Background: an optimization exercise with open tools, aiming at small area, a short achievable clock period and few clock cycles per item. Do not read the settings as production practice.

==> cedar: inputs <==
==> flow/design.v (excerpt) <==
module loop_slot_unit (
    input  wire        clk,
    input  wire        rst,
    input  wire        in_valid,
    output wire        in_ready,
    input  wire [2:0]  typ,
    input  wire [3:0]  fmt,
    input  wire        lim_src,
    input  wire [7:0]  signs,
    input  wire        hold,
    input  wire        start,
    input  wire [31:0] a,
    input  wire [31:0] b,
    input  wire [31:0] c,
    input  wire [31:0] d,
    input  wire [31:0] p0,
    input  wire [31:0] p1,
    input  wire [31:0] p2,
    input  wire [31:0] p3,
    input  wire [31:0] p4,
    input  wire [31:0] p5,
    input  wire [15:0] p6,
    input  wire [31:0] st_out,
    input  wire [31:0] st_i,
    input  wire [7:0]  gov_gap,
    input  wire [7:0]  gov_win,
    output reg         out_valid,
    output reg  [31:0] out,
    output reg  [31:0] aux,
    output reg  [5:0]  flags
);
==> flow/config.mk <==
export PLATFORM = sky130hd
export DESIGN_NAME = loop_slot_unit
export DESIGN_NICKNAME = loop_slot_unit
export VERILOG_FILES = /design/flow/design.v
export SDC_FILE = /design/flow/constraint.sdc
export NUM_CORES = 4
export LEC_CHECK = 0
export CAP_MARGIN = 20
export CELL_PAD_IN_SITES_DETAIL_PLACEMENT = 2
export CELL_PAD_IN_SITES_GLOBAL_PLACEMENT = 2
export CORE_MARGIN = 2
export CORE_UTILIZATION = 25
export SLEW_MARGIN = 20
export SYNTH_HIERARCHICAL = 1
export SYNTH_MINIMUM_KEEP_SIZE = 0
==> flow/constraint.sdc <==
create_clock -name core_clock -period 44.0 [get_ports {clk}]
set_input_delay 8.8000 -clock core_clock [delete_from_list [all_inputs] [get_ports {clk}]]
set_output_delay 8.8000 -clock core_clock [all_outputs]
set_load 0.01 [all_outputs]
standard.sh (not shown) runs the stock make flow with config.mk's settings and CLKGATE_MAP_FILE= SYNTH_SCRIPT=/design/flow/synth_recipe.tcl, a recipe that flattens the netlist after the stock synthesis.
==> flow/flow/run.sh <==
#!/bin/bash
set -euo pipefail
bash standard.sh SETUP_SLACK_MARGIN=34 SKIP_GATE_CLONING=1 finish > standard.log 2>&1
==> tundra (differences from cedar) <==
==> flow/run.sh (new file) <==
#!/bin/bash
# synth_recipe.tcl (not shown) runs the flow's synth.tcl, then flattens the netlist and writes it again
# the make line also repeats each setting of config.mk as NAME=value (left out here)
make -C /OpenROAD-flow-scripts/flow DESIGN_CONFIG=/design/flow/config.mk WORK_HOME=/design/flow/orfs CLKGATE_MAP_FILE= SYNTH_SCRIPT=/design/flow/synth_recipe.tcl finish
--- a/flow/config.mk
+++ b/flow/config.mk
@@ -11,3 +11,3 @@
 export CORE_MARGIN = 2
-export CORE_UTILIZATION = 25
+export CORE_UTILIZATION = 45
 export SLEW_MARGIN = 20
removed: flow/flow/run.sh
removed: flow/standard.sh
==> notes.md <==
Status: tundra complete, no violations; cedar complete, no violations
Proportion of final cell area spent on non-clock buffers: tundra 6.78%; cedar 6.68%
Minimum period implied by the final worst setup slack: tundra 11.04 ns; cedar 10.35 ns
Routing usage on met2: tundra 78.5%; cedar 41.2%
Launching element of the worst setup path: tundra rdy_o$_SDFF_PP1_; cedar aux[19]$_DFFE_PP_
Worst-case headroom to the max-slew limit: tundra 12.5%; cedar 13.2%
Total non-filler cell area in the finished layout: tundra 97300 µm²; cedar 100000 µm²
Buffer levels on the longest clock path: tundra 3; cedar 4
Total number of vias: tundra 86700; cedar 78100
Final setup skew: tundra 0.0773 ns; cedar 0.0642 ns
Setup slack of the worst register-to-register path: tundra 33.38 ns; cedar 34.41 ns
Clk Latency, worst-skew pair: tundra 0.84 ns; cedar 0.89 ns
Placed cell count: tundra 12100; cedar 14200
Clock edge transition at the registers on the reported setup and hold paths: tundra 0.06 ns; cedar 0.07 ns
Antenna violations before repair: tundra 70; cedar 54
Met2 WL post-DR: tundra 222000 µm; cedar 207000 µm
Worst Path Arrival: tundra 2.24 ns; cedar 1.55 ns
Measured slew at the worst slew-check pin: tundra 1.31 ns; cedar 1.30 ns
Wire length reported by the detailed router: tundra 504000 µm; cedar 478000 µm
Part of the cycle the worst path needs: tundra 25.1%; cedar 23.5%
Function was not checked in any run of this note: the RTL went through the layout flow alone.

static timing again, ports no longer ideal:
The results above use ideal ports. As a check the final layouts listed here were re-extracted and re-timed, cells and wires unchanged.
Step 1: set_driving_cell puts a clkbuf_16 on clk and a buf_2 on each other input, an assumption about the parent block.
Step 2 also shifts input and output timing later by t, the mid clock arrival at the registers, as if the neighbouring blocks saw the same clock.
Slacks: no drivers / after step 1 / after step 2; pairs: no drivers / after step 1.
run | shift t [ns] | slack for setup (ns) | hold WS [ns] | latest minus earliest clock arrival (ns) | worst data-port slew with drivers (ns)
cedar | 0.971 | 33.654 / 33.540 / 34.067 | 0.325 / 0.325 / 0.325 | 0.065 / 0.064 | 0.13
tundra | 0.905 | 32.957 / 32.854 / 33.378 | 0.332 / 0.332 / 0.332 | 0.082 / 0.082 | 0.10
After both steps every run listed still meets setup and hold.
